Context: an optimization exercise on an open-source flow, tuned for small area, a short achievable clock period and few clock cycles per item. The choices shown serve that exercise and are no tape-out recipe.
RTL that was checked went through simulation tests only; none was proved equivalent to the original.
For runs 1 and 2, only the layout was checked, not whether the RTL still works.
No activity file was given, so power comes from the tool's default toggle rates.

==> flow/design.v <==
module segdec (
    input  wire        clk,
    input  wire        rst,
    input  wire        hdr_valid,
    output wire        hdr_ready,
    input  wire [63:0] hdr_tag,
    input  wire [3:0]  hdr_kind,
    input  wire [9:0]  hdr_len,
    input  wire [31:0] hdr_check,
    input  wire        din_valid,
    output wire        din_ready,
    input  wire [63:0] din_data,
    output reg         dout_valid,
    output reg  [71:0] dout_data,
    output reg         res_valid,
    output wire        res_check_ok,
    output reg         res_decode_ok
);
    localparam [1:0] I_IDLE = 2'd0, I_TAG = 2'd1, I_HDR = 2'd2, I_DATA = 2'd3;
    function [31:0] crc8;
        input [31:0] c;
        input [7:0]  d;
        integer k;
        reg [31:0] t;
        begin
            t = c ^ {24'd0, d};
            for (k = 0; k < 8; k = k + 1)
                t = t[0] ? ((t >> 1) ^ 32'h82F63B78) : (t >> 1);
            crc8 = t;
        end
    endfunction
    reg  [1:0]  ist;
    reg  [2:0]  bidx;         
    reg  [31:0] crc;
    reg  [31:0] check;
    reg         chk_ok;
    reg  [9:0]  blft;         
    reg         last_byte;    
    reg         in_done;      
    reg  [7:0]  bq;
    reg         bq_v;
    reg         bq_tag;       
    reg         bq_first;     
    reg         bq_last;      
    reg         busy;         
    reg         raw;
    reg         err;
    reg  [6:0]  beats;        
    reg         bz;           
    reg  [2:0]  lane;         
    reg  [8:0]  prev;         
    reg  [2:0]  lane_d;       
    reg         bd1;          
    reg  [1:0]  vhi;          
    reg         vchk;         
    wire        errp = vchk && (vhi != 2'b00);
    integer i;
    reg         in_run;
    reg  [8:0]  rm;           
    reg  [23:0] w;            
    reg  [4:0]  cnt;          
    reg  room;                
    wire bq_go   = bq_v && (bq_tag || room);
    wire bq_free = !bq_v || bq_go;
    wire in_data = (ist == I_DATA);
    wire fin;
    assign hdr_ready = (ist == I_HDR) && (!busy || fin);
    assign din_ready = in_data && last_byte && bq_free;
    wire hdr_fire = hdr_valid && hdr_ready;
    wire adv      = in_data && din_valid && bq_free;
    wire tag_take = hdr_valid && !ist[1] && bq_free;
    wire [7:0]  dbyte  = din_data[8*bidx +: 8];
    wire [7:0]  tbyte  = hdr_tag[8*bidx +: 8];
    wire [31:0] crc_nx = crc8(bq_first ? 32'hFFFFFFFF : crc, bq);
    reg  [3:0]  clen;
    reg  [3:0]  xb;
    reg         t_run;        
    reg         t_set;        
    reg  [9:0]  db;           
    reg         cin;
    reg  [4:0]  tbits;        
    reg  [15:0] tboh;         
    always @(*) begin
        clen = 4'd2; xb = 4'd0; tbits = 5'd2; tboh = 16'h0004; t_run = 1'b0; t_set = 1'b0; db = 10'd0; cin = 1'b0;
        casez ({w[0], w[1], w[2], w[3], w[4], w[5], w[6], w[7], w[8]})
            9'b00???????: begin clen = 4'd2; t_set = 1'b1; tbits = 5'd2; tboh = 16'h0004; end
            9'b010??????: begin clen = 4'd3; t_run = 1'b1; db = 10'd0; tbits = 5'd3; tboh = 16'h0008; end
            9'b011??????: begin clen = 4'd3; db = 10'd0; cin = 1'b1; tbits = 5'd3; tboh = 16'h0008; end
            9'b100??????: begin clen = 4'd3; db = 10'h3FF; tbits = 5'd3; tboh = 16'h0008; end
            9'b1010?????: begin clen = 4'd4; t_run = 1'b1; db = 10'd1; tbits = 5'd4; tboh = 16'h0010; end
            9'b1011?????: begin clen = 4'd4; t_run = 1'b1; db = 10'd2; xb = 4'd1; tbits = 5'd5; tboh = 16'h0020; end
            9'b11000????: begin clen = 4'd5; t_run = 1'b1; db = 10'd4; xb = 4'd2; tbits = 5'd7; tboh = 16'h0080; end
            9'b11001????: begin clen = 4'd5; t_run = 1'b1; db = 10'd8; xb = 4'd3; tbits = 5'd8; tboh = 16'h0100; end
            9'b11010????: begin clen = 4'd5; db = 10'd1; cin = 1'b1; tbits = 5'd5; tboh = 16'h0020; end
            9'b11011????: begin clen = 4'd5; db = 10'h3FE; tbits = 5'd5; tboh = 16'h0020; end
            9'b111000???: begin clen = 4'd6; t_set = 1'b1; xb = 4'd9; tbits = 5'd15; tboh = 16'h8000; end
            9'b111001???: begin clen = 4'd6; t_run = 1'b1; db = 10'd16; xb = 4'd4; tbits = 5'd10; tboh = 16'h0400; end
            9'b111010???: begin clen = 4'd6; t_run = 1'b1; db = 10'd256; xb = 4'd8; tbits = 5'd14; tboh = 16'h4000; end
            9'b111011???: begin clen = 4'd6; db = 10'd2; cin = 1'b1; xb = 4'd1; tbits = 5'd7; tboh = 16'h0080; end
            9'b111100???: begin clen = 4'd6; db = 10'h3FC; xb = 4'd1; tbits = 5'd7; tboh = 16'h0080; end
            9'b1111010??: begin clen = 4'd7; t_run = 1'b1; db = 10'd32; xb = 4'd5; tbits = 5'd12; tboh = 16'h1000; end
            9'b1111011??: begin clen = 4'd7; db = 10'd4; cin = 1'b1; xb = 4'd2; tbits = 5'd9; tboh = 16'h0200; end
            9'b1111100??: begin clen = 4'd7; db = 10'h3F8; xb = 4'd2; tbits = 5'd9; tboh = 16'h0200; end
            9'b11111010?: begin clen = 4'd8; t_run = 1'b1; db = 10'd64; xb = 4'd6; tbits = 5'd14; tboh = 16'h4000; end
            9'b11111011?: begin clen = 4'd8; t_run = 1'b1; db = 10'd128; xb = 4'd7; tbits = 5'd15; tboh = 16'h8000; end
            9'b11111100?: begin clen = 4'd8; db = 10'd8; cin = 1'b1; xb = 4'd3; tbits = 5'd11; tboh = 16'h0800; end
            9'b11111101?: begin clen = 4'd8; db = 10'h3F0; xb = 4'd3; tbits = 5'd11; tboh = 16'h0800; end
            9'b111111100: begin clen = 4'd9; db = 10'd16; cin = 1'b1; xb = 4'd4; tbits = 5'd13; tboh = 16'h2000; end
            9'b111111101: begin clen = 4'd9; db = 10'h3E0; xb = 4'd4; tbits = 5'd13; tboh = 16'h2000; end
            9'b111111110: begin clen = 4'd9; db = 10'd32; cin = 1'b1; xb = 4'd5; tbits = 5'd14; tboh = 16'h4000; end
            default:      begin clen = 4'd9; db = 10'h3C0; xb = 4'd5; tbits = 5'd14; tboh = 16'h4000; end
        endcase
    end
    wire [8:0]  xsh      = w[clen +: 9];
    wire [8:0]  xval     = xsh & ~(9'h1FF << xb);
    wire [9:0]  dx       = db | {1'b0, xval};
    wire [10:0] pv       = t_set ? 11'd0 : {2'b00, prev};
    wire [10:0] v        = pv + {dx[9], dx} + {10'd0, cin};
    wire        val_ok   = (v[10:9] == 2'b00);
    wire [4:0]  camt   = raw ? 5'd9 : tbits;
    wire [5:0]  diff   = {1'b0, cnt} - {1'b0, camt};
    reg  [15:0] cge;          
    integer k;
    always @(*)
        for (k = 0; k < 16; k = k + 1)
            cge[k] = (cnt >= k);
    wire        fit    = raw ? cge[9] : ((tboh & cge) != 16'd0);
    wire act    = busy && !err && !errp && !bz;
    wire go     = act && (in_run || fit);
    wire tokrun = !in_run && !raw && t_run;
    wire isrun  = in_run || tokrun;
    wire [8:0]  fill_m = in_run ? rm : (tokrun ? dx[8:0] : 9'd0);
    wire [3:0]  lo     = {1'b0, fill_m[2:0]} + {1'b0, lane};
    wire        ge8    = (fill_m[8:3] != 6'd0) || lo[3];       
    wire        bdone  = ge8 || (lo[2:0] == 3'd7);             
    wire [8:0]  s      = fill_m + {6'd0, lane};
    wire        cons   = act && !in_run && fit;
    wire        app    = bq_go && !bq_tag;
    wire [7:0]  abyte  = app ? bq : 8'd0;
    wire [23:0] wins   = w | ({16'd0, abyte} << cnt);
    wire [23:0] wsh    = wins >> camt;
    wire [4:0]  cnt_in = cnt + (app ? 5'd8 : 5'd0);
    wire [4:0]  cnt_nx = cons ? (diff[4:0] + (app ? 5'd8 : 5'd0)) : cnt_in;
    assign fin = busy && in_done && (err || errp || bz);
    always @(posedge clk) begin
        if (rst) begin
            ist        <= I_IDLE;
            bidx       <= 3'd0;
            busy       <= 1'b0;
            bq_v       <= 1'b0;
            bd1        <= 1'b0;
            dout_valid <= 1'b0;
            res_valid  <= 1'b0;
        end else begin
            bd1        <= go && bdone;
            dout_valid <= bd1;
            res_valid  <= fin;
            if (hdr_fire)
                busy <= 1'b1;
            else if (fin)
                busy <= 1'b0;
            if (tag_take || adv)
                bq_v <= 1'b1;
            else if (bq_free)
                bq_v <= 1'b0;
            case (ist)
                I_IDLE, I_TAG: if (tag_take) begin
                    bidx <= bidx + 3'd1;
                    ist  <= (bidx == 3'd7) ? I_HDR : I_TAG;
                end
                I_HDR: if (hdr_fire)
                    ist  <= I_DATA;
                default: if (adv) begin
                    bidx <= bidx + 3'd1;
                    if (blft == 10'd1) begin
                        ist  <= I_IDLE;
                        bidx <= 3'd0;
                    end
                end
            endcase
        end
    end
    always @(posedge clk) begin
        if (bq_go) begin
            crc <= crc_nx;
            if (bq_last) begin
                chk_ok  <= (crc_nx == ~check);
                in_done <= 1'b1;
            end
        end
        if (tag_take) begin
            bq       <= tbyte;
            bq_tag   <= 1'b1;
            bq_first <= (ist == I_IDLE);
            bq_last  <= 1'b0;
        end
        if (adv) begin
            bq       <= dbyte;
            bq_tag   <= 1'b0;
            bq_first <= 1'b0;
            bq_last  <= (blft == 10'd1);
            blft     <= blft - 10'd1;
            last_byte <= (bidx == 3'd6) || (blft == 10'd2);
        end
        for (i = 0; i < 8; i = i + 1)
            if (i >= lane_d)
                dout_data[9*i +: 9] <= prev;
        lane_d <= lane;
        if (fin)
            res_decode_ok <= !err && !errp && (cnt < 5'd8) && (w[6:0] == 7'd0);
        if (hdr_fire) begin
            check   <= hdr_check;
            blft    <= hdr_len;
            last_byte <= (hdr_len == 10'd1);
            in_done <= 1'b0;
            raw     <= (hdr_kind == 4'h3);
            err     <= !((hdr_kind == 4'h1) || (hdr_kind == 4'h3 && hdr_len == 10'd576));
            beats   <= 7'd64;
            bz      <= 1'b0;
            lane    <= 3'd0;
            prev    <= 9'd0;
            vchk    <= 1'b0;
            in_run  <= 1'b0;
            w       <= 24'd0;
            cnt     <= 5'd0;
            room    <= 1'b1;
        end else if (busy) begin
            w   <= cons ? wsh : wins;
            cnt  <= cnt_nx;
            room <= (cnt_nx <= 5'd16) || err || bz;
            if (act && !in_run && !raw && !fit && blft == 10'd0 && !(bq_v && !bq_tag))
                err <= 1'b1;                     
            if (go && isrun && ge8 && beats == 7'd1)
                err <= 1'b1;                     
            if (errp)
                err <= 1'b1;                     
            vchk <= go && !isrun && !raw;
            if (app && bz)
                err <= 1'b1;                     
            if (go) begin
                if (bdone) begin
                    beats <= beats - 7'd1;
                    bz    <= (beats == 7'd1);
                    lane  <= 3'd0;
                end else begin
                    lane  <= s[2:0] + 3'd1;
                end
                in_run <= isrun && ge8;
                rm     <= s - 9'd8;
                if (!isrun) begin
                    prev <= raw ? w[8:0] : v[8:0];
                    vhi  <= v[10:9];
                end
            end
        end
    end
    assign res_check_ok  = chk_ok;
endmodule
==> flow/flow/run.sh <==
#!/bin/bash
set -uo pipefail
MARGIN=$(cat flow/margin.txt)
bash standard.sh SETUP_SLACK_MARGIN="$MARGIN" finish > standard_flow.log 2>&1
status=$?
cp -f orfs/logs/*/segdec/base/*.log . 2>/dev/null || true
exit $status
==> flow/flow/margin.txt <==
9
==> flow/standard.sh <==
#!/bin/bash
# synth_recipe.tcl (not shown) runs the flow's synth.tcl, then flattens the netlist and writes it again
# the make line also repeats each setting of config.mk as NAME=value (left out here)
make -C /OpenROAD-flow-scripts/flow DESIGN_CONFIG=/design/flow/config.mk WORK_HOME=/design/flow/orfs CLKGATE_MAP_FILE= SYNTH_SCRIPT=/design/flow/synth_recipe.tcl "${@:-finish}"
==> flow/config.mk <==
export PLATFORM = sky130hd
export DESIGN_NAME = segdec
export DESIGN_NICKNAME = segdec
export VERILOG_FILES = /design/flow/design.v
export SDC_FILE = /design/flow/constraint.sdc
export NUM_CORES = 4
export LEC_CHECK = 0
export CAP_MARGIN = 50
export CORE_MARGIN = 2
export CORE_UTILIZATION = 50
export CTS_BUF_LIST = sky130_fd_sc_hd__clkbuf_4 sky130_fd_sc_hd__clkbuf_8
export SLEW_MARGIN = 70
==> flow/constraint.sdc <==
create_clock -name core_clock -period 13.5 [get_ports {clk}]
set_input_delay 2.7000 -clock core_clock [delete_from_list [all_inputs] [get_ports {clk}]]
set_output_delay 2.7000 -clock core_clock [all_outputs]
set_load 0.01 [all_outputs]
==> run_results.csv, run 1 <==
group,metric,value,unit
critical_path,r2r_start,"w[4]",
pwr,p_leak,7.581,nW
job,max_cap_violations,0,
drt,via_count,13688,
sta,fin_crit,4.491,ns
drt,route.antenna.remaining_nets,0,
sta,min_period_over_period,0.3327,
synth,syn_avg_cell_area,10.22,µm²
sta,slew_viol_final,0,
synth,synthSimpleGateAreaFrac,0.1379,
critical_path,path_max_fanout,2,
synth,synth_ff_type,"edfxtp_1",
die,die_y,180.5,µm
die,coreArea,30670,µm²
worst_hold_path,holdPathStages,0,
sta,tns,0,ns
final_layout,fill_cells,2420,
synth,yosys.area_share.xor_xnor,0.1030,
synth,synthAdderAreaFrac,0.02971,
drt,post_drt_wl_per_cell,23.34,µm
sta,rsz0062_at_grt,"true",
worst_hold_path,hp-class,"register to register",
synth,synthCells,1524,
sta,worst_pin_slew,0.4668,ns
drt,routed_via_density,6.116,
final_layout,final_layout_size_suffix_gt1_frac,0.2091,
pwr,ir_worst_vdd,0.09121,mV
cts,htree_levels,2,
cts,cts.sink_count,239,
synth,syn-num-nets,1736,
synth,synth-seq-cells,239,
critical_path,rrSetupSlack,9.09,ns
global_route,grt_pass1_wl,79940,µm
sta,skew,0.02849,ns
sta,fmax,222.7,MHz
run_status,status,"finished clean",
global_route,grt_usage,0.3134,
critical_path,worst-setup-path-type,"register to output port",
cts,cts-root-buf,"clkbuf_8",
die,die_w,180.5,µm
die,dieArea,32590,µm²
drt,firstDrtPassIters,6,
critical_path,endpoint_kind,"output port",
drt,drt_iter0_drc,1704,
placement,hpwl,38170,µm
critical_path,r2r-end,"rm[7]",
global_route,grt_overflow,0,
cts,numCtsBuffers,43,
worst_hold_path,hp-start,"lane[0]",
global_route,grt_pass1_vias,13584,
sta,setup_viol,0,
drt,finalWirelength,52240,µm
critical_path,required,10.80,ns
critical_path,start_kind,"register",
synth,seq_area_frac_synth,0.4111,
final_layout,syn_to_final_growth,32.99,%
global_route,grt_max_degree,46,
sta,max_slew_margin,0.6888,
critical_path,ff2ff_path_depth,20,
synth,synth_compound_area_frac,0.1604,
die,start_util,0.5081,
critical_path,setup.worst_path.start,"vhi[0]",
placement,portBuffers,255,
final_layout,fin_nets,2021,
critical_path,crit_arrival,1.79,ns
worst_hold_path,holdPathEnd,"lane_d[0]",
cts,clock_path_buffers,3,
synth,netlist-cell-type-count,96,
synth,synth_edf_count,162,
synth,netlist_area,15580,µm²
synth,ys_warn_count,1,
cts,hold_buffers,0,
placement,place.gp.congestion,0.9740,
die,ioPinCount,256,
cts,cts_tree,"done",
synth,synth_top_family_by_area,"compound AO/OA/AOI/OAI gates",
global_route,antenna_found_initial,1,
sta,final-hold-violation-count,0,
cts,clk_latency,0.59,ns
cts,clk_pin_slew,0.06,ns
pwr,p_total,2.472,mW
synth,async_reset_ff_frac,0,
synth,synthMuxAreaShare,0.1182,
pwr,powerDensity,119.3,nW/µm²
die,rows,64,
drt,drc,0,
-- how the worst max path moves through the flow --
stage	depth (start not counted)	slack (ns)	end
2_1_floorplan	5	9.00	bq[0]
5_1_grt	20	8.92	rm[7]
3_3_place_gp	19	8.03	beats[5]
6_report	6	9.01	hdr_ready
3_5_place_dp	20	8.32	rm[7]
4_1_cts	6	8.98	hdr_ready
-- cell type report --
class | count | area [µm²] | area share
tap | 396 | 495.5 | 0.02391
timing repair buffer | 343 | 3432 | 0.1656
clock inverter | 7 | 68.82 | 0.003321
antenna | 1 | 2.502 | 0.0001208
clock buffer | 70 | 863.3 | 0.04166
sequential | 239 | 6446 | 0.3111
multi-input combinational | 1141 | 9258 | 0.4467
inverter | 41 | 157.7 | 0.007607
-- synthesized netlist by cell type (all sizes together), types with 24 or more instances --
cell type | instances | area, µm²
inv | 38 | 142.6
mux2i | 58 | 580.6
xor2 | 53 | 486.7
edfxtp | 162 | 4865
a211oi | 29 | 217.7
xnor2 | 114 | 1119
buf | 49 | 259.0
nand2 | 126 | 473.0
dfxtp | 77 | 1541
mux4 | 47 | 1059
clkbuf | 54 | 203.9
a31oi | 24 | 150.1
o21ai | 87 | 442.9
nor2 | 145 | 554.3
nor3 | 29 | 150.1
nand3 | 32 | 160.2
a21oi | 79 | 402.9
ha | 29 | 362.9
-- power by group --
group / total [mW] / switching [mW] / internal [mW] / leakage (nW)
logic: 0.827 / 0.432 / 0.395 / 4.93
registers: 0.907 / 0.0417 / 0.866 / 2.15
clock network: 0.738 / 0.314 / 0.424 / 0.498
-- layout by cell type, fill, tap and decap left out, drive strengths merged, types with 47 or more instances in the layout --
master / netlist / routed
xnor2: 114 / 114
mux4: 47 / 47
clkbuf: 54 / 71
xor2: 53 / 53
a21oi: 79 / 79
o21ai: 87 / 87
mux2i: 58 / 58
nand2: 126 / 126
nor2: 145 / 145
buf: 49 / 84
dfxtp: 77 / 77
clkdlybuf4s50: 0 / 252
edfxtp: 162 / 162
-- cells by family (layout without fill, tap and decap cells) --
group / after synthesis / in the layout
adders and majority gates: 34 / 34
xor gates and xnor gates: 167 / 167
other: 0 / 1
buffers and inverters: 144 / 461
AOI/OAI and AO/OA: 367 / 367
and+or+nand+nor: 450 / 450
DFF: 239 / 239
muxes: 123 / 123
-- sequential cells by signal, indices dropped and copies added, names as in the netlist, 8 cells and up --
name and flops:
dout_data 72, check 32, crc 32, w 24, blft 10, prev 9, rm 9, bq 8
-- worst max-delay path, cell delays in order (launching register included) --
cell	delay, ns
edfxtp_1	0.41
o21ai_4	0.24
nand2_2	0.11
nand2_1	0.07
nand2_1	0.06
and3b_1	0.21
buf_6	0.13
-- routing by layer --
metal  global-route usage  up-vias  part of all wire
li1                     -     6258                 -
met4              0.08903        2             0.026
met2               0.4856      691              0.45
met3              0.05679       98             0.082
met1               0.4517     6639              0.44
met5                    0        -            0.0011
-- stage by stage --
step / cell area (µm²) / utilization / hold slack (ns) / std cells / setup slack, ns
floorplan: 15600 / - / 0.3546 / 1524 / 9.001
global placement: 18360 / 0.5986 / 0.4075 / 2097 / 8.028
detailed placement: 19080 / 0.6222 / 0.4036 / 2133 / 8.316
CTS: 20380 / 0.6647 / 0.4309 / 2224 / 8.981
global route: 20720 / 0.6756 / 0.4364 / 2237 / 8.923
finish: 20720 / 0.6757 / 0.4408 / 2238 / 9.009
-- timing repair --
action                                  in CTS  in global routing
endpoints found under the hold margin        0                  0
gates cloned                                 3                  2
buffers inserted                            11                  9
pin swaps                                    7                  8
resized for setup                           56                 29
endpoints found under the setup margin      24                 21
==> inputs of run 2 (changes only) <==
==> flow/flow/margin.txt (replaced) <==
10
==> run 2 against run 1 <==
Power grew 7.0%. Clock skew grew 0.0091 ns. Sequential power is essentially flat. Setup slack lost 0.047 ns. Highest routed layer unchanged. Synthesized cell count is the same. Synthesized area is the same. Still clean. Wire length grew 6.5%. Via count grew 5.9%.
==> run_results.csv, run 2 <==
group,metric,value,unit
global_route,grt_usage,0.3225,
cts,clk_pin_slew,0.07,ns
pwr,pwr-share-seq,0.344,
final_layout,antenna_cells,0,
pwr,p_total,2.646,mW
global_route,grt_pass1_wl,82300,µm
final_layout,final_layout_size_suffix_gt1_frac,0.3442,
synth,netlist.top_cell.by_area,"edfxtp_1",
cts,cts_tree,"done",
synth,async_reset_ff_frac,0,
placement,portBuffers,255,
synth,netlist-cell-type-count,96,
final_layout,fin_nets,2113,
drt,firstDrtPassIters,6,
final_layout,largest_reg_flops,72,
pwr,clockPowerShare,0.276,
synth,synth_edf_count,162,
sta,rsz0062_at_grt,"true",
job,max_cap_violations,0,
global_route,antenna_found_initial,3,
pwr,powerDensity,118.8,nW/µm²
critical_path,endpoint_kind,"output port",
sta,skew,0.03760,ns
synth,synth-seq-cells,239,
synth,synthCells,1524,
placement,dpl.cell_count,2123,
die,ioPinCount,256,
pwr,ir_worst_vdd,0.09609,mV
global_route,grt_pass1_vias,14118,
final_layout,top_regs,"dout_data: 72 flops, check: 32 flops, crc: 32 flops",
drt,post_drt_wl_per_cell,23.87,µm
sta,whs,0.4303,ns
sta,final-hold-violation-count,0,
worst_hold_path,hp-class,"register to register",
die,dieArea,32590,µm²
global_route,grt_overflow,0,
synth,synth_top_cells_by_count,"edfxtp_1, nor2_1, nand2_1, xnor2_1, o21ai_0",
critical_path,r2r_start,"w[0]",
critical_path,crit_buf_inv,1,
synth,synth_ff_type,"edfxtp_1",
sta,fin_crit,4.538,ns
drt,via_count,14497,
synth,netlist_area,15580,µm²
placement,place.gp.congestion,0.9621,
final_layout,layout_common_cells,"clkdlybuf4s50_1, edfxtp_1, nor2_1",
die,coreArea,30670,µm²
sta,fmax,220.4,MHz
die,die_y,180.5,µm
synth,synth.area.top_cells,"edfxtp_1, dfxtp_1, mux4_2",
critical_path,ff2ff_path_depth,21,
critical_path,crit_top_cell,"nand2_1",
sta,slew_viol_final,0,
final_layout,finalNonFillerCells,2331,
cts,clock_path_buffers,3,
critical_path,required,10.80,ns
critical_path,crit_arrival,1.84,ns
drt,routed_via_density,6.219,
cts,clk_latency,0.59,ns
pwr,p_leak,8.304,nW
critical_path,rrSetupSlack,9.07,ns
pwr,p_comb_frac,0.380,
cts,hold_buffers,0,
final_layout,layout_commonest_cell,"clkdlybuf4s50_1",
sta,min_period_over_period,0.3362,
critical_path,worst-setup-path-type,"register to output port",
critical_path,r2r-end,"rm[7]",
cts,cts.sink_count,239,
die,die_w,180.5,µm
synth,syn_avg_cell_area,10.22,µm²
synth,seq_area_frac_synth,0.4111,
synth,synth_most_common_cell,"edfxtp_1",
synth,syn-num-nets,1736,
die,start_util,0.5081,
pwr,swShare,0.3280,
critical_path,setup.worst_path.start,"vhi[1]",
drt,route.antenna.remaining_nets,0,
cts,htree_levels,2,
cts,cts-root-buf,"clkbuf_8",
drt,finalWirelength,55650,µm
cts,numCtsBuffers,42,
final_layout,top_register,"dout_data",
synth,synth_top_area_share,0.3122,
critical_path,slowest_stage,"edfxtp_1",
worst_hold_path,hp-start,"prev[8]",
final_layout,syn_to_final_growth,42.87,%
critical_path,crit_path_max_incr_delay,0.42,ns
critical_path,crit_chain,"o21ai_4, nand2_2, nand2_1, nand2_1, and3b_2, buf_6",
final_layout,fin_util,0.7259,
drt,drt_iter0_drc,1688,
drt,drc,0,
critical_path,start_kind,"register",
pwr,p_sw,0.8677,mW
die,rows,64,
critical_path,path_max_fanout,2,
run_status,status,"finished clean",
synth,ys_warn_count,1,
worst_hold_path,holdPathEnd,"dout_data[71]",
pwr,power.internal,1.778,mW
worst_hold_path,holdPathStages,0,
global_route,grt_max_degree,78,
placement,hpwl,37320,µm
sta,max_slew_margin,0.6208,
sta,worst_pin_slew,0.5661,ns
sta,tns,0,ns
critical_path,path_delay_family,"simple AND/OR/NAND/NOR gates",
sta,setup_viol,0,
-- run 2: cell types whose count changed in the layout (fill, tap and decap cells not counted), sizes merged, moves of 2 or more --
| cell | before | now |
|---|---|---|
| clkinv | 6 | 11 |
| inv | 40 | 37 |
| clkinvlp | 1 | 4 |
| buf | 84 | 252 |
| clkdlybuf4s50 | 252 | 169 |
| bufbuf | 3 | 5 |
| clkbuf | 71 | 69 |
-- run 2: area by class of cell --
type / count / area (µm²)
Clock inverter: 12 / 123.9
Multi-Input combinational cell: 1142 / 10130
Timing Repair inverter: 1 / 8.758
Inverter: 41 / 224.0
Clock buffer: 66 / 795.8
Timing Repair Buffer: 434 / 4014
Tap cell: 396 / 495.5
Sequential cell: 239 / 6470
Fill cell: 2167 / 8407
-- run 2: cell families after synthesis --
group,after synthesis,share of synthesized area
multiplexers,123,0.1182
XOR/XNOR,167,0.1030
AND/OR/NAND/NOR,450,0.1379
AO/OA/AOI/OAI,367,0.1604
adder cells (fa/ha/maj),34,0.02971
flip-flops,239,0.4111
buffers and inverters,144,0.03958
-- run 2: through the flow --
step	setup slack [ns]	cell area, µm²
after floorplan	9.164	15920
after global placement	8.192	18500
after detailed placement	8.385	19210
after CTS	8.958	21210
after global routing	8.902	22260
final	8.962	22260
-- run 2: timing repair --
item	4_1_cts	5_1_grt
resized for setup	501	110
endpoints found under the setup margin	212	138
pin swaps	63	63
gates cloned	9	2
buffers inserted	76	40
hold endpoints to repair	0	0
-- run 2: worst max path at each step --
stage	depth (start not counted)	to
2_1_floorplan	5	bq[0]
3_3_place_gp	17	rm[7]
3_5_place_dp	6	bq[6]
4_1_cts	6	hdr_ready
5_1_grt	6	hdr_ready
6_report	6	hdr_ready
-- run 2: worst register-to-register path: cells and delay by family, from the launching register on --
family | cells | cell delay, ns
buffers and inverters | 4 | 0.65
multiplexers | 1 | 0.24
flip-flops | 1 | 0.36
XOR/XNOR | 2 | 0.30
AND/OR/NAND/NOR | 6 | 0.99
adder cells (fa/ha/maj) | 2 | 0.51
AO/OA/AOI/OAI | 6 | 1.13
-- run 2: routing by layer --
metal  routed length [µm]  part of all wire  global-route usage  vias up
li1                     -                 -                   -     6440
met1                22750              0.41              0.4487     7077
met2                25810              0.46              0.5101      801
met3                 5029             0.090             0.06063      177
met4                 2048             0.037              0.1048        2
met5                   11           0.00020            0.001481        -
-- run 2: power by group through the flow --
stage	Combinational, mW	Clock (mW)	Sequential [mW]
floorplan	0.575	0	0.897
global placement	0.733	0	0.931
detailed placement	0.786	0	0.927
CTS	0.860	0.739	0.912
global route	1.06	0.776	0.914
finish	1.01	0.730	0.910
==> inputs of run 3 (changes only) <==
--- a/flow/design.v
+++ b/flow/design.v
@@ -66,3 +66,3 @@
     wire fin;
-    assign hdr_ready = (ist == I_HDR) && (!busy || fin);
+    assign hdr_ready = (ist == I_HDR) && (!busy || (in_done && (err || bz)));
     assign din_ready = in_data && last_byte && bq_free;
@@ -131,7 +131,10 @@
     wire isrun  = in_run || tokrun;
-    wire [8:0]  fill_m = in_run ? rm : (tokrun ? dx[8:0] : 9'd0);
-    wire [3:0]  lo     = {1'b0, fill_m[2:0]} + {1'b0, lane};
-    wire        ge8    = (fill_m[8:3] != 6'd0) || lo[3];       
-    wire        bdone  = ge8 || (lo[2:0] == 3'd7);             
-    wire [8:0]  s      = fill_m + {6'd0, lane};
+    wire [8:0]  tk_m   = tokrun ? dx[8:0] : 9'd0;
+    wire [3:0]  lo_t   = {1'b0, tk_m[2:0]} + {1'b0, lane};
+    wire        ge8_t  = (tk_m[8:3] != 6'd0) || lo_t[3];
+    wire        ge8_r  = (rm[8:3] != 6'd0);
+    wire        ge8    = in_run ? ge8_r : ge8_t;               
+    wire [2:0]  lo     = in_run ? rm[2:0] : lo_t[2:0];
+    wire        bdone  = ge8 || (lo == 3'd7);                  
+    wire [8:0]  rm_nx  = in_run ? (rm - 9'd8) : (tk_m + {6'd0, lane} - 9'd8);
     wire        cons   = act && !in_run && fit;
@@ -190,13 +193,9 @@
         end
-        if (tag_take) begin
-            bq       <= tbyte;
-            bq_tag   <= 1'b1;
+        if (tag_take || adv) begin
+            bq       <= in_data ? dbyte : tbyte;
+            bq_tag   <= !in_data;
             bq_first <= (ist == I_IDLE);
-            bq_last  <= 1'b0;
+            bq_last  <= in_data && (blft == 10'd1);
         end
         if (adv) begin
-            bq       <= dbyte;
-            bq_tag   <= 1'b0;
-            bq_first <= 1'b0;
-            bq_last  <= (blft == 10'd1);
             blft     <= blft - 10'd1;
@@ -245,6 +244,6 @@
                 end else begin
-                    lane  <= s[2:0] + 3'd1;
+                    lane  <= lo + 3'd1;
                 end
                 in_run <= isrun && ge8;
-                rm     <= s - 9'd8;
+                rm     <= rm_nx;
                 if (!isrun) begin
==> flow/flow/margin.txt (replaced) <==
8.5
==> run 3 against run 2 <==
Still clean. Clock power down about 10%. Non-clock buffer count down 124. First-iteration DRC count is 13% lower. Setup slack got worse by 0.35 ns. Clock skew is 0.0073 ns lower. Hold slack improved by 0.023 ns. Synthesized area grew 0.57%. Wire length shrank 10%. Largest cell class unchanged. Highest routed layer is now met4.
==> run_results.csv, run 3 <==
group,metric,value,unit
sta,tns,0,ns
pwr,pwr-share-seq,0.339,
run_status,status,"finished clean",
synth,synthCells,1542,
sta,fin_crit,4.889,ns
die,ioPinCount,256,
sta,setup_viol,0,
pwr,p_total,2.748,mW
cts,clock_path_buffers,3,
synth,syn_avg_cell_area,10.16,µm²
critical_path,required,10.80,ns
pwr,ir_worst_vdd,0.1361,mV
synth,netlist-cell-type-count,99,
final_layout,top_regs,"dout_data: 72 flops, check: 32 flops, crc: 32 flops",
drt,finalWirelength,49960,µm
final_layout,layout_commonest_cell,"clkdlybuf4s50_1",
final_layout,fin_nets,2011,
sta,rsz0062_at_grt,"false",
die,start_util,0.5096,
pwr,power.internal,1.831,mW
critical_path,start_kind,"register",
critical_path,path_max_fanout,3,
pwr,swShare,0.3338,
sta,fmax,204.5,MHz
placement,place.gp.congestion,0.9905,
final_layout,fin_util,0.6531,
cts,cts-root-buf,"clkbuf_8",
global_route,antenna_found_initial,0,
placement,portBuffers,255,
final_layout,layout_common_cells,"clkdlybuf4s50_1, edfxtp_1, nor2_1",
synth,synth.area.top_cells,"edfxtp_1, dfxtp_1, mux4_2",
sta,max_slew_margin,0.6729,
sta,slew_viol_final,0,
cts,clk_latency,0.57,ns
critical_path,worst-setup-path-type,"register to output port",
drt,drc,0,
final_layout,final_layout_size_suffix_gt1_frac,0.1726,
worst_hold_path,hp-class,"register to register",
placement,hpwl,37060,µm
synth,synth_top_area_share,0.3143,
sta,setup_ws,8.611,ns
sta,min_period_over_period,0.3621,
drt,via_count,13662,
sta,skew,0.03025,ns
critical_path,crit_path_max_incr_delay,0.61,ns
drt,post_drt_wl_per_cell,22.49,µm
pwr,p_comb_frac,0.422,
synth,synth_edf_count,164,
drt,route.antenna.remaining_nets,0,
final_layout,top_register,"dout_data",
placement,pre_cts_ws,8.381,ns
cts,hold_buffers,0,
global_route,grt_usage,0.2985,
pwr,p_leak,7.443,nW
cts,cts.sink_count,239,
synth,async_reset_ff_frac,0,
pwr,p_sw,0.9172,mW
cts,htree_levels,2,
drt,drt_iter0_drc,1463,
global_route,grt_pass1_vias,13153,
synth,synth_top_cells_by_count,"edfxtp_1, nor2_1, nand2_1, a21oi_1, xnor2_1",
critical_path,crit_arrival,2.19,ns
die,coreArea,30750,µm²
cts,numCtsBuffers,41,
die,die_w,181.0,µm
synth,netlist_area,15670,µm²
pwr,powerDensity,136.8,nW/µm²
final_layout,largest_reg_flops,72,
synth,synth_ff_type,"edfxtp_1",
cts,clk_pin_slew,0.06,ns
critical_path,endpoint_kind,"output port",
die,rows,64,
drt,firstDrtPassIters,6,
cts,cts_tree,"done",
job,max_cap_violations,0,
final_layout,syn_to_final_growth,28.15,%
drt,routed_via_density,6.151,
die,die_y,181.0,µm
synth,netlist.top_cell.by_area,"edfxtp_1",
sta,final-hold-violation-count,0,
final_layout,antenna_cells,0,
synth,syn-num-nets,1754,
die,dieArea,32780,µm²
critical_path,slowest_stage,"clkdlybuf4s50_1",
global_route,grt_max_degree,51,
critical_path,crit_chain,"o21ai_0, a211oi_2, clkdlybuf4s50_1",
synth,seq_area_frac_synth,0.4101,
pwr,clockPowerShare,0.239,
sta,worst_pin_slew,0.4870,ns
synth,synth_most_common_cell,"edfxtp_1",
global_route,grt_pass1_wl,76560,µm
synth,ys_warn_count,1,
synth,synth-seq-cells,239,
global_route,grt_overflow,0,
## run 3: changes by cell type after synthesis, sizes merged, moves of 7 or more
cell,before,now
xnor3,0,11
a211oi,29,20
nand2b,20,12
mux2i,58,46
inv,38,56
and3,8,26
o211ai,9,20
xnor2,114,103
a221o,3,10
a22oi,13,4
nor3,29,39
a21oi,79,102
xor2,53,38
## run 3: path summary, 6_finish.rpt
path	from	end	slack, ns	depth (start not counted)
hold reg to reg	bd1	dout_valid	0.45	1
hold / removal	bd1	dout_valid	0.45	1
setup / recovery	in_done	hdr_ready	8.61	3
setup reg to reg	w[4]	beats[6]	8.77	19
## run 3: cells by family (layout without fill, tap and decap cells)
logic type,count (synthesis),in the layout,share of synthesized area
mux,103,103,0.1005
compound gates,388,388,0.1678
flops,239,239,0.4101
xor+xnor,153,153,0.1047
simple gates,471,471,0.1463
buf+inv,154,437,0.04112
fa+ha+maj,34,34,0.02954
## run 3: per-layer routing
| metal | share of wire | track usage | vias to the layer above | routed length, µm |
|---|---|---|---|---|
| met1 | 0.43 | 0.4315 | 6595 | 21580 |
| met2 | 0.45 | 0.4663 | 710 | 22510 |
| met5 | 0 | 0 | - | 0 |
| li1 | - | - | 6252 | - |
| met4 | 0.026 | 0.08065 | 0 | 1298 |
| met3 | 0.091 | 0.05039 | 105 | 4568 |
## run 3: final cells by class
type	count	area [µm²]
clock buffers	58	710.7
fillers	2501	10670
inverters	58	221.5
repair buffers	310	3015
multi-input cells	1149	9087
flip-flops and latches	239	6455
clock inverters	11	97.59
well taps	396	495.5
## run 3: stage by stage
step / hold WS [ns] / area (µm²) / cells
2_1_floorplan: 0.3552 / 15670 / 1542
3_3_place_gp: 0.4416 / 18510 / 2123
3_5_place_dp: 0.4432 / 18960 / 2134
4_1_cts: 0.4566 / 19780 / 2203
5_1_grt: 0.4698 / 20080 / 2221
6_report: 0.4531 / 20080 / 2221
## run 3: critical path, delay by kind of cell, from the launching register on
family | cells | cell delay (ns)
AO/OA/AOI/OAI | 2 | 0.57
flip-flops | 1 | 0.45
buffers and inverters | 1 | 0.61
## run 3: timing repair
item,CTS,global route
resized for setup,3,21
cloned,0,1
setup endpoints to repair,7,21
buffers inserted,0,8
pin swaps,0,4
## run 3: power groups by stage
stage / Combinational, mW / Clock, mW / Sequential [mW]
floorplan: 0.845 / 0 / 0.930
global placement: 1.07 / 0 / 0.954
detailed placement: 1.15 / 0 / 0.947
CTS: 1.16 / 0.675 / 0.932
global route: 1.25 / 0.706 / 0.937
finish: 1.16 / 0.657 / 0.931
Testbench counts of run 3, summed over its fixed seeds: cycles 40,864, segments 320.
==> inputs of run 4 (changes only) <==
==> flow/flow/margin.txt (replaced) <==
9
--- a/flow/config.mk
+++ b/flow/config.mk
@@ -11,2 +11,3 @@
 export CTS_BUF_LIST = sky130_fd_sc_hd__clkbuf_4 sky130_fd_sc_hd__clkbuf_8
+export CTS_CLUSTER_SIZE = 30
 export SLEW_MARGIN = 70
==> run 4 against run 3 <==
Hold slack got worse by 0.0014 ns. Non-clock buffer count rose by 22. Wire length rose by 3.0%. Maximum frequency rose by 9.0%. Largest cell class unchanged. Critical endpoint unchanged. Register-to-register slack improved by 0.39 ns. Sequential cell count did not move. Largest power group unchanged. Highest routed layer is now met5. Global-route usage rose by 0.85 points. Power rose by 0.67%.
==> run_results.csv, run 4 <==
group,metric,value,unit
final_layout,final_layout_size_suffix_gt1_frac,0.1948,
critical_path,crit_arrival,1.78,ns
drt,routed_via_density,6.141,
cts,cts.sink_count,239,
sta,min_period_over_period,0.3322,
final_layout,fin_nets,2033,
synth,synth_ff_type,"edfxtp_1",
synth,seq_area_frac_synth,0.4101,
drt,drt_iter0_drc,1659,
critical_path,required,10.80,ns
drt,finalWirelength,51450,µm
synth,syn-num-nets,1754,
worst_hold_path,hp-class,"register to register",
placement,hpwl,37250,µm
synth,syn_avg_cell_area,10.16,µm²
cts,htree_levels,2,
sta,setup_viol,0,
global_route,grt_pass1_wl,78540,µm
pwr,powerDensity,134.6,nW/µm²
synth,ys_warn_count,1,
placement,portBuffers,255,
synth,synth.area.top_cells,"edfxtp_1, dfxtp_1, mux4_2",
job,max_cap_violations,0,
cts,cts_tree,"done",
sta,setup_ws,9.015,ns
sta,worst_pin_slew,0.4917,ns
final_layout,fill_cells,2406,
sta,skew,0.03412,ns
final_layout,top_regs,"dout_data: 72 flops, check: 32 flops, crc: 32 flops",
global_route,antenna_found_initial,1,
drt,route.antenna.remaining_nets,0,
final_layout,layout_commonest_cell,"clkdlybuf4s50_1",
final_layout,layout_common_cells,"clkdlybuf4s50_1, edfxtp_1, nor2_1",
global_route,grt_max_degree,51,
die,die_y,181.0,µm
synth,synth-seq-cells,239,
die,rows,64,
synth,synth_most_common_cell,"edfxtp_1",
drt,drc,0,
die,die_w,181.0,µm
die,ioPinCount,256,
global_route,grt_pass1_vias,13430,
die,start_util,0.5096,
global_route,grt_usage,0.3069,
final_layout,multiInputGateArea,9253,µm²
die,coreArea,30750,µm²
synth,synth_top_area_share,0.3143,
final_layout,largest_reg_flops,72,
global_route,grt_overflow,0,
synth,netlist-cell-type-count,99,
pwr,p_leak,7.649,nW
cts,numCtsBuffers,41,
sta,fin_crit,4.485,ns
sta,slew_viol_final,0,
drt,via_count,13811,
sta,fmax,223.0,MHz
placement,pre_cts_ws,8.381,ns
final_layout,syn_to_final_growth,31.11,%
sta,max_slew_margin,0.6719,
synth,synth_top_cells_by_count,"edfxtp_1, nor2_1, nand2_1, a21oi_1, xnor2_1",
final_layout,top_register,"dout_data",
cts,hold_buffers,0,
synth,async_reset_ff_frac,0,
sta,tns,0,ns
critical_path,start_kind,"register",
critical_path,endpoint_kind,"output port",
synth,synth_edf_count,164,
cts,cts-root-buf,"clkbuf_8",
synth,netlist_area,15670,µm²
final_layout,antenna_cells,0,
pwr,p_total,2.767,mW
drt,post_drt_wl_per_cell,22.87,µm
synth,netlist.top_cell.by_area,"edfxtp_1",
placement,place.gp.congestion,0.9912,
cts,clk_pin_slew,0.06,ns
cts,clk_latency,0.59,ns
critical_path,path_max_fanout,3,
run_status,status,"finished clean",
die,dieArea,32780,µm²
sta,rsz0062_at_grt,"true",
pwr,ir_worst_vdd,0.1156,mV
synth,synthCells,1542,
drt,firstDrtPassIters,6,
sta,final-hold-violation-count,0,
cts,clock_path_buffers,3,
critical_path,worst-setup-path-type,"register to output port",
final_layout,sequential_cell_area,6469,µm²
==> run 4: report_power, final <==
group / total [mW] / internal (mW) / switching, mW / leakage (nW)
Combinational: 1.18 / 0.575 / 0.600 / 5.10
Sequential: 0.931 / 0.896 / 0.0350 / 2.12
Clock: 0.660 / 0.350 / 0.310 / 0.434
Total: 2.77 / 1.82 / 0.945 / 7.65
==> run 4: layout make-up <==
type | count | area share
inverters | 58 | 0.01084
flip-flops and latches | 239 | 0.3148
multi-input cells | 1149 | 0.4503
clock buffers | 54 | 0.03282
repair buffers | 332 | 0.1603
clock inverters | 21 | 0.006820
well taps | 396 | 0.02411
==> run 4: worst max-delay path, stage by stage, from the launching register on <==
cell and delay [ns]:
edfxtp_1 0.43, o21ai_1 0.15, a211oi_2 0.32, dlygate4sd2_1 0.33
==> run 4: metrics by stage <==
step	utilization	cell area (µm²)	hold WS (ns)	instances
3_3_place_gp	0.6024	18520	0.4365	2125
6_report	0.6682	20550	0.4517	2249
3_5_place_dp	0.6161	18940	0.4359	2137
5_1_grt	0.6682	20550	0.4581	2249
2_1_floorplan	-	15680	0.3552	1542
4_1_cts	0.6497	19980	0.4394	2224
==> run 4: final timing paths <==
path / start / endpoint / slack (ns) / cells after the start
setup / recovery: err / hdr_ready / 9.02 / 3
hold / removal: prev[2] / dout_data[65] / 0.45 / 0
setup reg to reg: w[3] / beats[6] / 9.16 / 19
hold reg to reg: prev[2] / dout_data[65] / 0.45 / 0
==> run 4: metal layers <==
metal  track usage  wire length, µm  vias to the layer above
met5             0               12                        -
met4       0.07967             1316                        2
met3       0.06571             4239                      125
met2        0.4808            23280                      669
met1        0.4349            22600                     6705
li1              -                -                     6310
==> run 4: cell families (layout without fill, tap and decap cells) <==
logic type,Yosys count,count (layout),synth area share
AOI/OAI and AO/OA,388,388,0.1678
xor gates and xnor gates,153,153,0.1047
adders and majority gates,34,34,0.02954
DFF,239,239,0.4101
buffers and inverters,154,465,0.04112
muxes,103,103,0.1005
and+or+nand+nor,471,471,0.1463
==> run 4: what timing repair did <==
| item | CTS | global route |
|---|---|---|
| pin swaps | 4 | 16 |
| gates resized for setup | 37 | 52 |
| cloned | 0 | 3 |
| setup endpoints to repair | 21 | 17 |
| buffers inserted | 12 | 15 |
==> inputs of run 5 (changes only) <==
--- a/flow/config.mk
+++ b/flow/config.mk
@@ -11,3 +11,2 @@
 export CTS_BUF_LIST = sky130_fd_sc_hd__clkbuf_4 sky130_fd_sc_hd__clkbuf_8
-export CTS_CLUSTER_SIZE = 30
 export SLEW_MARGIN = 70
==> run 5 against run 4 <==
Still clean. Maximum frequency unchanged. Die area unchanged. Core utilization unchanged. Combinational power about the same. Global-route usage unchanged. Clock skew unchanged. Largest cell class unchanged. Largest power group unchanged.
==> run_results.csv, run 5 <==
group,metric,value,unit
synth,synth.area.top_cells,"edfxtp_1, dfxtp_1, mux4_2",
synth,netlist.top_cell.by_area,"edfxtp_1",
synth,synth_most_common_cell,"edfxtp_1",
drt,post_drt_wl_per_cell,22.87,µm
synth,synth_top_cells_by_count,"edfxtp_1, nor2_1, nand2_1, a21oi_1, xnor2_1",
final_layout,layout_commonest_cell,"clkdlybuf4s50_1",
sta,fmax,223.0,MHz
global_route,antenna_found_initial,1,
cts,cts.sink_count,239,
sta,whs,0.4517,ns
placement,place.gp.congestion,0.9912,
final_layout,final_cell_area,20550,µm²
die,coreArea,30750,µm²
run_status,status,"finished clean",
cts,cts-root-buf,"clkbuf_8",
pwr,power.internal,1.821,mW
synth,ys_warn_count,1,
critical_path,endpoint_kind,"output port",
synth,synth-seq-cells,239,
pwr,p_comb_frac,0.425,
placement,dpl.cell_count,2137,
sta,rsz0062_at_grt,"true",
final_layout,fin_nets,2033,
drt,finalWirelength,51450,µm
worst_hold_path,hp-class,"register to register",
synth,syn_avg_cell_area,10.16,µm²
pwr,p_leak,7.649,nW
pwr,powerDensity,134.6,nW/µm²
sta,min_period_over_period,0.3322,
sta,final-hold-violation-count,0,
sta,fin_crit,4.485,ns
final_layout,top_regs,"dout_data: 72 flops, check: 32 flops, crc: 32 flops",
sta,tns,0,ns
cts,clock_path_buffers,3,
final_layout,multiInputGateArea,9253,µm²
critical_path,required,10.80,ns
synth,netlist_area,15670,µm²
synth,synth_top_area_share,0.3143,
pwr,pwr-share-seq,0.337,
cts,hold_buffers,0,
placement,dpl-instance-area,18940,µm²
pwr,swShare,0.3416,
synth,netlist-cell-type-count,99,
critical_path,start_kind,"register",
synth,synth_ff_type,"edfxtp_1",
sta,skew,0.03412,ns
global_route,grt_pass1_wl,78540,µm
placement,portBuffers,255,
cts,cts_tree,"done",
synth,seq_area_frac_synth,0.4101,
cts,clk_latency,0.59,ns
global_route,grt_max_degree,51,
drt,drc,0,
die,die_w,181.0,µm
drt,drt_iter0_drc,1659,
cts,htree_levels,2,
drt,firstDrtPassIters,6,
drt,routed_via_density,6.141,
sta,setup_viol,0,
global_route,grt_usage,0.3069,
cts,numCtsBuffers,41,
final_layout,final_layout_size_suffix_gt1_frac,0.1948,
drt,via_count,13811,
synth,synthCells,1542,
pwr,p_sw,0.9451,mW
die,die_y,181.0,µm
cts,clk_pin_slew,0.06,ns
die,rows,64,
global_route,grt_pass1_vias,13430,
critical_path,crit_arrival,1.78,ns
sta,worst_pin_slew,0.4917,ns
synth,async_reset_ff_frac,0,
pwr,ir_worst_vdd,0.1156,mV
final_layout,top_register,"dout_data",
global_route,grt_overflow,0,
final_layout,fin_util,0.6682,
pwr,clockPowerShare,0.239,
die,dieArea,32780,µm²
sta,slew_viol_final,0,
final_layout,sequential_cell_area,6469,µm²
final_layout,antenna_cells,0,
job,max_cap_violations,0,
die,ioPinCount,256,
final_layout,fill_cells,2406,
final_layout,finalNonFillerCells,2249,
final_layout,largest_reg_flops,72,
synth,synth_edf_count,164,
synth,syn-num-nets,1754,
critical_path,worst-setup-path-type,"register to output port",
final_layout,syn_to_final_growth,31.11,%
drt,route.antenna.remaining_nets,0,
sta,max_slew_margin,0.6719,
die,start_util,0.5096,
final_layout,layout_common_cells,"clkdlybuf4s50_1, edfxtp_1, nor2_1",
placement,hpwl,37250,µm
critical_path,path_max_fanout,3,
[run 5: cell counts in the layout (fill, tap and decap cells not counted)]
Identical to the previous run, type by type.
[run 5: path summary, 6_finish.rpt]
| path | startpoint | to | slack (ns) | depth (start not counted) |
|---|---|---|---|---|
| hold reg to reg | prev[2] | dout_data[65] | 0.45 | 0 |
| setup / recovery | err | hdr_ready | 9.02 | 3 |
| hold / removal | prev[2] | dout_data[65] | 0.45 | 0 |
| setup reg to reg | w[3] | beats[6] | 9.16 | 19 |
[run 5: area by class of cell]
type,instances,area share
well taps,396,0.02411
clock buffers,54,0.03282
clock inverters,21,0.006820
multi-input cells,1149,0.4503
flip-flops and latches,239,0.3148
repair buffers,332,0.1603
inverters,58,0.01084
[run 5: metrics by stage]
stage                     power [mW]  setup WS, ns
after floorplan                1.775         9.056
after global placement         2.015         8.232
after detailed placement       2.090         8.381
after CTS                      2.757         8.991
after global routing           2.904         8.955
final                          2.767         9.015
[run 5: cells by family (layout without fill, tap and decap cells)]
family,after synthesis,count (layout),synth area share
mux,103,103,0.1005
xor+xnor,153,153,0.1047
simple gates,471,471,0.1463
compound gates,388,388,0.1678
fa+ha+maj,34,34,0.02954
buf+inv,154,465,0.04112
flops,239,239,0.4101
[run 5: metal layers]
layer | vias to the layer above | wire, µm | part of all wire | global-route usage
li1 | 6310 | - | - | -
met1 | 6705 | 22600 | 0.44 | 0.4349
met2 | 669 | 23280 | 0.45 | 0.4808
met3 | 125 | 4239 | 0.082 | 0.06571
met4 | 2 | 1316 | 0.026 | 0.07967
met5 | - | 12 | 0.00023 | 0
[run 5: power groups by stage]
stage,registers [mW],clock network [mW],logic [mW]
finish,0.931,0.660,1.18
global route,0.937,0.704,1.26
CTS,0.932,0.671,1.15
detailed placement,0.948,0,1.14
global placement,0.953,0,1.06
floorplan,0.930,0,0.845
[run 5: worst max-delay path: stages, from the launching register on]
cell,delay (ns)
edfxtp_1,0.43
o21ai_1,0.15
a211oi_2,0.32
dlygate4sd2_1,0.33
[run 5: repair_timing]
item	4_1_cts	5_1_grt
pin swaps	4	16
endpoints found under the setup margin	21	17
resized for setup	37	52
endpoints found under the hold margin	0	0
gates cloned	0	3
setup buffers	12	15
==> inputs of run 6 (changes only) <==
--- a/flow/config.mk
+++ b/flow/config.mk
@@ -9,3 +9,3 @@
 export CORE_MARGIN = 2
-export CORE_UTILIZATION = 50
+export CORE_UTILIZATION = 60
 export CTS_BUF_LIST = sky130_fd_sc_hd__clkbuf_4 sky130_fd_sc_hd__clkbuf_8
==> run 6 against run 5 <==
Critical path type unchanged. Clock power rose by 6.7%. Clock skew fell by 0.0077 ns. Highest routed layer unchanged. Synthesized area did not move. Clock-buffer cell count rose by 2. Synthesized cell count did not move. Sequential power rose by 0.4%. Power rose by 4.8%. Global-route usage rose by 7.7 points. Design area fell by 0.41%. Critical path depth did not move. Still clean on timing, DRC and antenna.
==> run_results.csv, run 6 <==
group,metric,value,unit
drt,firstDrtPassIters,7,
drt,via_count,14427,
placement,dpl.cell_count,2074,
critical_path,start_kind,"register",
final_layout,final_cell_area,20460,µm²
drt,drc,0,
sta,fmax,223.7,MHz
placement,hpwl,38490,µm
sta,worst_pin_slew,0.5965,ns
cts,cts_tree,"done",
synth,netlist-cell-type-count,99,
cts,clk_latency,0.58,ns
global_route,grt_overflow,0,
placement,place.gp.congestion,1.025,
worst_hold_path,hp-start,"lane[1]",
drt,finalWirelength,55280,µm
drt,route.antenna.remaining_nets,0,
synth,syn_avg_cell_area,10.16,µm²
die,die_y,165.6,µm
drt,post_drt_wl_per_cell,25.36,µm
synth,synth_ff_type,"edfxtp_1",
synth,ys_warn_count,1,
final_layout,fin_nets,2027,
cts,cts-root-buf,"clkbuf_8",
sta,tns,0,ns
pwr,powerDensity,141.7,nW/µm²
synth,synth_most_common_cell,"edfxtp_1",
synth,async_reset_ff_frac,0,
critical_path,crit_arrival,1.77,ns
die,coreArea,25840,µm²
final_layout,layout_commonest_cell,"clkdlybuf4s50_1",
synth,synth_top_cells_by_count,"edfxtp_1, nor2_1, nand2_1, a21oi_1, xnor2_1",
critical_path,worst-setup-path-type,"register to output port",
final_layout,top_register,"dout_data",
die,die_w,165.6,µm
critical_path,required,10.80,ns
placement,dpl-instance-area,18910,µm²
cts,htree_levels,2,
sta,fin_crit,4.470,ns
cts,cts.sink_count,239,
synth,synthCells,1542,
sta,min_period_over_period,0.3311,
critical_path,r2r_start,"w[1]",
global_route,grt_max_degree,51,
drt,drt_iter0_drc,2118,
cts,clock_path_buffers,3,
job,max_cap_violations,0,
sta,skew,0.02646,ns
synth,netlist_area,15670,µm²
final_layout,top_regs,"dout_data: 72 flops, check: 32 flops, crc: 32 flops",
synth,synth.area.top_cells,"edfxtp_1, dfxtp_1, mux4_2",
sta,rsz0062_at_grt,"false",
global_route,antenna_found_initial,1,
synth,seq_area_frac_synth,0.4101,
global_route,grt_pass1_wl,82580,µm
pwr,ir_worst_vdd,0.2424,mV
sta,slew_viol_final,0,
synth,synth-seq-cells,239,
final_layout,syn_to_final_growth,30.58,%
critical_path,endpoint_kind,"output port",
critical_path,path_max_fanout,3,
placement,portBuffers,255,
final_layout,finalNonFillerCells,2180,
critical_path,setup.worst_path.start,"err",
synth,synth_edf_count,164,
final_layout,layout_common_cells,"clkdlybuf4s50_1, edfxtp_1, nor2_1",
global_route,grt_pass1_vias,13929,
sta,setup_viol,0,
die,start_util,0.6065,
pwr,p_leak,7.606,nW
synth,netlist.top_cell.by_area,"edfxtp_1",
die,rows,59,
die,dieArea,27430,µm²
sta,whs,0.4154,ns
final_layout,antenna_cells,0,
sta,max_slew_margin,0.5993,
synth,syn-num-nets,1754,
synth,synth_top_area_share,0.3143,
final_layout,largest_reg_flops,72,
drt,routed_via_density,6.618,
worst_hold_path,hp-class,"register to register",
sta,final-hold-violation-count,0,
cts,numCtsBuffers,40,
run_status,status,"finished clean",
die,ioPinCount,256,
global_route,grt_usage,0.3838,
cts,clk_pin_slew,0.06,ns
final_layout,final_layout_size_suffix_gt1_frac,0.1946,
run 6: path summary, 6_finish.rpt:
path / endpoint / slack (ns) / cells past startpoint
max: hdr_ready / 9.03 / 3
min: lane_d[1] / 0.42 / 0
max reg2reg: prev[8] / 9.14 / 22
min reg2reg: lane_d[1] / 0.42 / 0
run 6: logic make-up (layout without fill, tap and decap cells):
family,after synthesis,after routing,synth area share
xor gates and xnor gates,153,153,0.1047
adders and majority gates,34,34,0.02954
DFF,239,239,0.4101
buffers and inverters,154,457,0.04112
muxes,103,103,0.1005
and+or+nand+nor,471,471,0.1463
AOI/OAI and AO/OA,388,388,0.1678
run 6: timing repair:
item / 4_1_cts / 5_1_grt
resized for setup: 36 / 49
hold buffers: 0 / 0
endpoints found under the setup margin: 29 / 22
setup buffers: 11 / 13
cloned: 1 / 1
pin swaps: 3 / 11
run 6: metrics by stage:
step	utilization	setup WS, ns	total power, mW
finish	0.7920	9.030	2.901
global route	0.7920	8.961	2.990
CTS	0.7736	8.866	2.834
detailed placement	0.7320	8.299	2.115
global placement	0.7131	8.216	2.002
floorplan	-	9.056	1.775
run 6: report_power, final:
part	internal, mW	switching, mW
combinational	0.575	0.687
sequential	0.896	0.0388
clock	0.382	0.323
run 6: cell type report:
class                   count  area (µm²)
inverters                  58       222.7
clock buffers              56       708.2
clock inverters            16       140.1
flip-flops and latches    239        6475
well taps                 335       419.2
fillers                  1585        5374
repair buffers            327        3212
multi-input cells        1149        9286
run 6: critical path, cell delays in order, from the launching register on:
cell and delay [ns]:
edfxtp_1 0.45, o21ai_0 0.13, a211oi_2 0.29, dlygate4sd2_1 0.33
run 6: layer usage:
metal,track usage,vias up,routed length (µm)
met2,0.6141,1049,25620
met3,0.07360,201,6113
met1,0.5316,6867,21310
met5,0,-,14
li1,-,6308,-
met4,0.1248,2,2229

[what the ideal ports hide]
Ports are ideal in the flow. The routed layouts listed here were re-timed in OpenROAD.
Step 1 assumes that a clkbuf_16 drives the clock port and a buf_2 every other input.
Step 2 times the ports against the registers' clock, not the clock port: input delays grow and output delays shrink by t, the midpoint of the rising clock arrivals with the driver on.
a / b / c = ideal / step 1 / step 2; a / b = the first two.
| run | shift t [ns] | slack for setup (ns) | hold WS [ns] |
|---|---|---|---|
| run 1 | 0.623 | 9.009 / 8.957 / 8.472 | 0.441 / 0.441 / 0.441 |
| run 2 | 0.624 | 8.962 / 8.912 / 9.004 | 0.430 / 0.430 / 0.430 |
| run 3 | 0.606 | 8.611 / 8.563 / 8.589 | 0.453 / 0.453 / 0.453 |
| run 4 | 0.622 | 9.015 / 8.967 / 8.613 | 0.452 / 0.452 / 0.452 |
| run 5 | 0.622 | 9.015 / 8.967 / 8.613 | 0.452 / 0.452 / 0.452 |
| run 6 | 0.613 | 9.030 / 8.985 / 8.588 | 0.415 / 0.415 / 0.415 |
After both steps every run listed still meets setup and hold. For run 1, which loses most, drivers alone change the setup slack by -0.052 ns; drivers and shift together by -0.537 ns.
